This design comes from an exercise in tuning for small area, a short achievable clock period and few clock cycles per item on the open sky130 flow, not from production work. Function was checked by simulation only, so behaviour that the tests miss may differ from the original.

==> run D: inputs <==
## wire_model
module wire_model (
    input  wire        clk,
    input  wire        rst,
    input  wire        cfg_we,
    input  wire [3:0]  cfg_ch,
    input  wire [15:0] cfg_k,
    input  wire [15:0] cfg_alpha,
    input  wire [15:0] cfg_tlim,
    input  wire        clr,
    input  wire [3:0]  clr_ch,
    input  wire        s_valid,
    output wire        s_ready,
    input  wire [3:0]  s_ch,
    input  wire [15:0] s_irms,
    input  wire [15:0] s_tref,
    output reg         r_valid,
    output reg  [3:0]  r_ch,
    output wire [31:0] r_dt,
    output reg  [16:0] r_temp,
    output reg         r_warn,
    output reg         r_latch,
    output reg         r_cool,
    output reg         r_trip
);
    localparam [15:0] K_DEFAULT     = 16'd892;
    localparam [15:0] ALPHA_DEFAULT = 16'd559;
    localparam [15:0] TLIM_DEFAULT  = 16'd2000;
    integer i;
    reg rst_q;
    always @(posedge clk) rst_q <= rst;
    reg        rdy, blk, pr;
    reg  [3:0] hc, g, wch;
    assign s_ready = rdy;
    wire take = s_valid & rdy;
    always @(posedge clk) begin
        if (rst)
            rdy <= 1'b0;
        else if (rst_q)
            rdy <= 1'b1;
        else if (take)
            rdy <= pr | (s_ch == g);
        else if (blk && g == wch)
            rdy <= 1'b1;
    end
    always @(posedge clk) begin
        if (rst_q) begin
            blk <= 1'b0;
            pr  <= 1'b1;
            hc  <= 4'd0;
            g   <= 4'd3;
        end else begin
            hc <= hc + 4'd1;
            g  <= g + 4'd1;
            if (take) begin
                pr <= 1'b0;
                if (pr) begin
                    hc <= s_ch - 4'd2;
                    g  <= s_ch + 4'd1;
                end else begin
                    blk <= (s_ch != g);
                end
            end else if (blk && g == wch) begin
                blk <= 1'b0;
            end
        end
    end
  ...
==> flow/config.mk <==
export PLATFORM = sky130hd
export DESIGN_NAME = wire_model
export DESIGN_NICKNAME = wire_model
export VERILOG_FILES = /design/flow/design.v
export SDC_FILE = /design/flow/constraint.sdc
export NUM_CORES = 4
export LEC_CHECK = 0
export ABC_AREA = 1
export CAP_MARGIN = 20
export CORE_MARGIN = 2
export CORE_UTILIZATION = 40
export PLACE_DENSITY = 0.6
export SLEW_MARGIN = 20
==> flow/constraint.sdc <==
create_clock -name core_clock -period 33.0 [get_ports {clk}]
set_input_delay 6.6000 -clock core_clock [delete_from_list [all_inputs] [get_ports {clk}]]
set_output_delay 6.6000 -clock core_clock [all_outputs]
set_load 0.01 [all_outputs]
run.sh (not shown) runs the stock make flow with config.mk's settings and CLKGATE_MAP_FILE= SYNTH_SCRIPT=/design/flow/synth_recipe.tcl, a recipe that flattens the netlist after the stock synthesis.
==> inputs of run P, as changes to run D <==
--- a/flow/design.v
+++ b/flow/design.v
@@ -23,164 +23,195 @@
     output reg         r_trip
 );
     localparam [15:0] K_DEFAULT     = 16'd892;
     localparam [15:0] ALPHA_DEFAULT = 16'd559;
     localparam [15:0] TLIM_DEFAULT  = 16'd2000;
     integer i;
     reg rst_q;
     always @(posedge clk) rst_q <= rst;
-    reg        rdy, blk, pr;
+    reg        rdy, blk;
     reg  [3:0] hc, g, wch;
     assign s_ready = rdy;
     wire take = s_valid & rdy;
     always @(posedge clk) begin
         if (rst)
             rdy <= 1'b0;
         else if (rst_q)
             rdy <= 1'b1;
         else if (take)
-            rdy <= pr | (s_ch == g);
+            rdy <= (s_ch == g);
         else if (blk && g == wch)
             rdy <= 1'b1;
     end
     always @(posedge clk) begin
         if (rst_q) begin
             blk <= 1'b0;
-            pr  <= 1'b1;
             hc  <= 4'd0;
-            g   <= 4'd3;
+            g   <= 4'd1;
         end else begin
             hc <= hc + 4'd1;
             g  <= g + 4'd1;
-            if (take) begin
-                pr <= 1'b0;
-                if (pr) begin
-                    hc <= s_ch - 4'd2;
-                    g  <= s_ch + 4'd1;
-                end else begin
-                    blk <= (s_ch != g);
-                end
-            end else if (blk && g == wch) begin
+            if (take)
+                blk <= (s_ch != g);
+            else if (blk && g == wch)
                 blk <= 1'b0;
-            end
         end
     end
     reg        a_v;
     reg  [3:0] a_ch;
     reg [15:0] a_irms, a_tref;
     reg        q_we;
     reg  [3:0] q_cch;
     reg [15:0] q_k, q_alpha, q_tlim;
     reg        q_clr;
     reg  [3:0] q_clrch;
+    wire a_go   = a_v & (a_ch == hc);
+    wire a_wait = a_v & ~a_go;
     always @(posedge clk) begin
-        a_v     <= take;
-        a_ch    <= s_ch;
+        if (rst_q)
+            a_v <= 1'b0;
+        else if (!a_wait)
+            a_v <= take;
+        if (!a_wait) begin
+            a_ch   <= s_ch;
+            a_irms <= s_irms;
+            a_tref <= s_tref;
+        end
         wch     <= take ? s_ch : wch;
-        a_irms  <= s_irms;
-        a_tref  <= s_tref;
         q_we    <= cfg_we;
         q_cch   <= cfg_ch;
         q_k     <= cfg_k;
         q_alpha <= cfg_alpha;
         q_tlim  <= cfg_tlim;
         q_clr   <= clr;
         q_clrch <= clr_ch;
     end
-    reg [15:0] k_mem     [0:15];
-    reg [15:0] alpha_mem [0:15];
-    reg [15:0] tlim_mem  [0:15];
-    reg [15:0] cv;        
-    always @(posedge clk) begin
-        if (q_we) begin
-            k_mem[q_cch]     <= q_k;
-            alpha_mem[q_cch] <= q_alpha;
-            tlim_mem[q_cch]  <= q_tlim;
+    reg [15:0] rk  [0:15];
+    reg [15:0] ra  [0:15];
+    reg [15:0] rt  [0:15];
+    reg [31:0] rd  [0:15];
+    reg [15:0] rcv;       
+    reg [15:0] rv;        
+    reg        dv;
+    reg [15:0] dk, da, dtl;
+    wire       defer = q_we & a_wait & (q_cch == a_ch);
+    wire       wr    = q_we & ~defer;
+    wire       flush = dv & a_go;
+    wire [3:0] wpos  = hc - q_cch;            
+    reg  [15:0] wsel;                         
+    always @* begin
+        for (i = 0; i < 16; i = i + 1)
+            wsel[i] = wr & (wpos == i[3:0] - 4'd1);
+    end
+    always @(posedge clk) begin
+        if (rst_q)
+            dv <= 1'b0;
+        else if (defer)
+            dv <= 1'b1;
+        else if (a_go)
+            dv <= 1'b0;
+        if (defer) begin
+            dk  <= q_k;
+            da  <= q_alpha;
+            dtl <= q_tlim;
+        end
+    end
+    always @(posedge clk) begin
+        for (i = 0; i < 16; i = i + 1) begin
+            if (wsel[i]) begin
+                rk[i] <= q_k;
+                ra[i] <= q_alpha;
+                rt[i] <= q_tlim;
+            end else if (i == 1 && flush) begin
+                rk[i] <= dk;
+                ra[i] <= da;
+                rt[i] <= dtl;
+            end else begin
+                rk[i] <= rk[(i + 15) % 16];
+                ra[i] <= ra[(i + 15) % 16];
+                rt[i] <= rt[(i + 15) % 16];
+            end
         end
     end
     always @(posedge clk) begin
         if (rst_q)
-            cv <= 16'd0;
-        else if (q_we)
-            cv[q_cch] <= 1'b1;
-    end
-    wire        a_cv    = cv[a_ch];
-    wire [15:0] a_k     = a_cv ? k_mem[a_ch]     : K_DEFAULT;
-    wire [15:0] a_alpha = a_cv ? alpha_mem[a_ch] : ALPHA_DEFAULT;
-    wire [15:0] a_tlim  = a_cv ? tlim_mem[a_ch]  : TLIM_DEFAULT;
+            rcv <= 16'd0;
+        else
+            rcv <= {rcv[14:0], rcv[15]} | wsel | {14'd0, flush, 1'b0};
+    end
+    wire [15:0] a_k     = rcv[0] ? rk[0] : K_DEFAULT;
+    wire [15:0] a_alpha = rcv[0] ? ra[0] : ALPHA_DEFAULT;
+    wire [15:0] a_tlim  = rcv[0] ? rt[0] : TLIM_DEFAULT;
     wire [31:0] a_isq;
     wm_sq16 u_sq (.x(a_irms), .p(a_isq));
     wire [16:0] a_margin = {a_tlim[15], a_tlim} - {a_tref[15], a_tref};
-    reg        b_v;
+    reg        b_v, b_pend;
     reg  [3:0] b_ch;
     reg [31:0] b_isq;
     reg [15:0] b_k, b_alpha, b_tref;
     reg [16:0] b_margin;
+    reg        a_old;     
+    reg        a_pend;
+    reg        c_v, c_pend;
+    reg        e_v, e_pend;
+    reg  [3:0] c_ch, e_ch;
+    wire m_a = q_clr & a_v & a_old & (a_ch == q_clrch);
+    wire m_b = q_clr & b_v & (b_ch == q_clrch);
+    wire m_c = q_clr & c_v & (c_ch == q_clrch);
+    wire m_e = q_clr & e_v & (e_ch == q_clrch);
+    wire s_b = m_b & ~m_a;
+    wire s_c = m_c & ~m_b & ~m_a;
+    wire s_e = m_e & ~m_c & ~m_b & ~m_a;
+    wire clr_direct = q_clr & ~(m_a | m_b | m_c | m_e);
     always @(posedge clk) begin
-        b_v      <= a_v & ~rst_q;
+        a_old  <= a_wait;
+        a_pend <= a_wait & ((a_old & a_pend) | m_a);
+    end
+    always @(posedge clk) begin
+        b_v      <= a_go & ~rst_q;
+        b_pend   <= (a_old & a_pend) | m_a;
         b_ch     <= a_ch;
         b_isq    <= a_isq;
         b_k      <= a_k;
         b_alpha  <= a_alpha;
         b_tref   <= a_tref;
         b_margin <= a_margin;
     end
     wire [47:0] b_ssraw;
     wm_mul32x16 u_mk (.a(b_isq), .b(b_k), .p(b_ssraw));
-    wire [31:0] b_ss = (|b_ssraw[47:38]) ? 32'hFFFF_FFFF : b_ssraw[37:6];
-    reg        c_v, c_pend;
-    reg  [3:0] c_ch;
-    reg [31:0] c_ss;
+    wire        b_sat  = |b_ssraw[47:38];
+    wire [31:0] dt1    = rv[1] ? rd[1] : 32'd0;
+    wire [32:0] b_diff = b_sat ? {1'b0, ~dt1} : ({1'b0, b_ssraw[37:6]} - {1'b0, dt1});
+    reg [32:0] c_diff;
     reg [15:0] c_alpha, c_tref;
     reg [16:0] c_margin;
-    reg [31:0] ring [0:15];
-    reg [15:0] rv;        
-    wire [31:0] dt0 = rv[0] ? ring[0] : 32'd0;
-    wire c_go   = c_v & (c_ch == hc);
-    wire c_hold = c_v & ~c_go;
-    reg        e_v, e_pend;
-    reg  [3:0] e_ch;
-    reg [24:0] e_step;
-    reg [15:0] e_tref;
-    reg [16:0] e_margin;
-    wire m_b = q_clr & b_v & (b_ch == q_clrch);
-    wire m_c = q_clr & c_v & (c_ch == q_clrch);
-    wire m_e = q_clr & e_v & (e_ch == q_clrch);
-    wire s_c = m_c & ~m_b;
-    wire s_e = m_e & ~m_c & ~m_b;
-    wire clr_direct = q_clr & ~(m_b | m_c | m_e);
     always @(posedge clk) begin
-        if (rst_q)
-            c_v <= 1'b0;
-        else if (!c_hold)
-            c_v <= b_v;
-        if (!c_hold) begin
-            c_pend   <= m_b;
-            c_ch     <= b_ch;
-            c_ss     <= b_ss;
-            c_alpha  <= b_alpha;
-            c_tref   <= b_tref;
-            c_margin <= b_margin;
-        end else begin
-            c_pend   <= c_pend | s_c;
-        end
+        c_v      <= b_v & ~rst_q;
+        c_pend   <= b_pend | s_b;
+        c_ch     <= b_ch;
+        c_diff   <= b_diff;
+        c_alpha  <= b_alpha;
+        c_tref   <= b_tref;
+        c_margin <= b_margin;
     end
-    wire [32:0] c_diff = {1'b0, c_ss} - {1'b0, dt0};
     wire [48:0] c_prod;
     wm_smul33x16 u_ma (.a(c_diff), .b(c_alpha), .p(c_prod));
+    reg [24:0] e_step;
+    reg [15:0] e_tref;
+    reg [16:0] e_margin;
     always @(posedge clk) begin
-        e_v      <= c_go & ~rst_q;
+        e_v      <= c_v & ~rst_q;
         e_pend   <= c_pend | s_c;
         e_ch     <= c_ch;
         e_step   <= c_prod[48:24];
         e_tref   <= c_tref;
         e_margin <= c_margin;
     end
-    wire [31:0] e_dt   = ring[1];
+    wire [31:0] e_dt   = rd[3];
     wire [31:0] dt_new = e_dt + {{7{e_step[24]}}, e_step};
     wire [13:0] dq     = dt_new[31:18];
     wire        lowz   = (dt_new[17:0] == 18'd0);
     wire signed [17:0] ex = $signed({4'd0, dq}) - $signed({e_margin[16], e_margin});
     wire hit     = ex >= 18'sd0;
     wire warn_hi = ex >= -18'sd160;
     wire warn_lo = ex < -18'sd192;
     wire cool_ok = (ex < -18'sd320) | ((ex == -18'sd320) & lowz);
@@ -216,29 +247,34 @@
         r_valid <= e_v & ~rst & ~rst_q;
         r_ch    <= e_ch;
         r_temp  <= temp_nx;
         r_warn  <= warn_nx;
         r_latch <= latch_nx;
         r_cool  <= cool_nx;
         r_trip  <= trip_nx;
     end
+    reg [31:0] r_dtq;
     always @(posedge clk) begin
-        ring[1] <= dt0;
-        ring[2] <= e_v ? dt_new : ring[1];
-        for (i = 3; i < 16; i = i + 1)
-            ring[i] <= ring[i-1];
-        ring[0] <= ring[15];
+        for (i = 0; i < 16; i = i + 1) begin
+            if (i == 2)
+                rd[i] <= dt1;
+            else if (i == 4)
+                rd[i] <= e_v ? dt_new : rd[3];
+            else
+                rd[i] <= rd[(i + 15) % 16];
+        end
+        r_dtq <= dt_new;
     end
-    assign r_dt = ring[2];
+    assign r_dt = r_dtq;
     always @(posedge clk) begin
         if (rst_q)
             rv <= 16'd0;
         else
-            rv <= {rv[14:1], 1'b1, rv[15]};
+            rv <= {rv[14:2], 1'b1, rv[0], rv[15]};
     end
 endmodule
 module wm_sq16 (input wire [15:0] x, output wire [31:0] p);
     wire t1 = ~(x[0]);
     wire t2 = ~(x[0] & x[1]);
     wire t3 = ~(x[0] & x[2]);
     wire t4 = ~(x[0] & x[3]);
     wire t5 = ~(x[0] & x[4]);
Settings changed: ABC_AREA 1 to unset, CORE_UTILIZATION 40 to 55, CTS_BUF_LIST set to sky130_fd_sc_hd__clkbuf_8, PLACE_DENSITY 0.6 to 0.65.
==> results.json <==
{
  "largest_register": "ring",
  "multi_input_area_share_pct": 41.5,
  "cts_max_level": 4,
  "placed_cells": 12400,
  "cp_slowest_cell": "xnor2_2",
  "status": "complete, no violations",
  "area.sequential_um2": 43600,
  "relSlewSlack_pct": 21.2
}
# the run above: run D

==> results.json <==
{
  "status": "complete, no violations",
  "cts_max_level": 5,
  "cp_slowest_cell": "o211ai_1",
  "largest_register": "rd",
  "area.sequential_um2": 37600
}
# the run above: run P

Testbench counts of run D, summed over its fixed seeds: cycles 16,424, samples 16,384.
Testbench counts of run P, summed over its fixed seeds: cycles 16,424, samples 16,384.

## static timing again, ports no longer ideal
How much do the figures lean on ideal ports? The routed layouts below were timed once more, with nothing changed but the port constraints. Step 1 assumes that a clkbuf_16 drives the clock port and a buf_2 every other input. Step 2 adds t to the input delays and takes it off the output delays; t is the mean of the earliest and latest rising clock arrival at the registers after step 1. Input paths then give back, and output paths get back, about the clock's delay inside the block. a / b / c = no drivers / after step 1 / after step 2; a / b = the first two.
run	t (ns)	slack for setup (ns)	cell pins on the clock port's net
run D	0.920	24.360 / 24.360 / 24.360	1
run P	1.020	23.926 / 23.926 / 23.926	1
After both steps setup and hold are still met in every run listed.
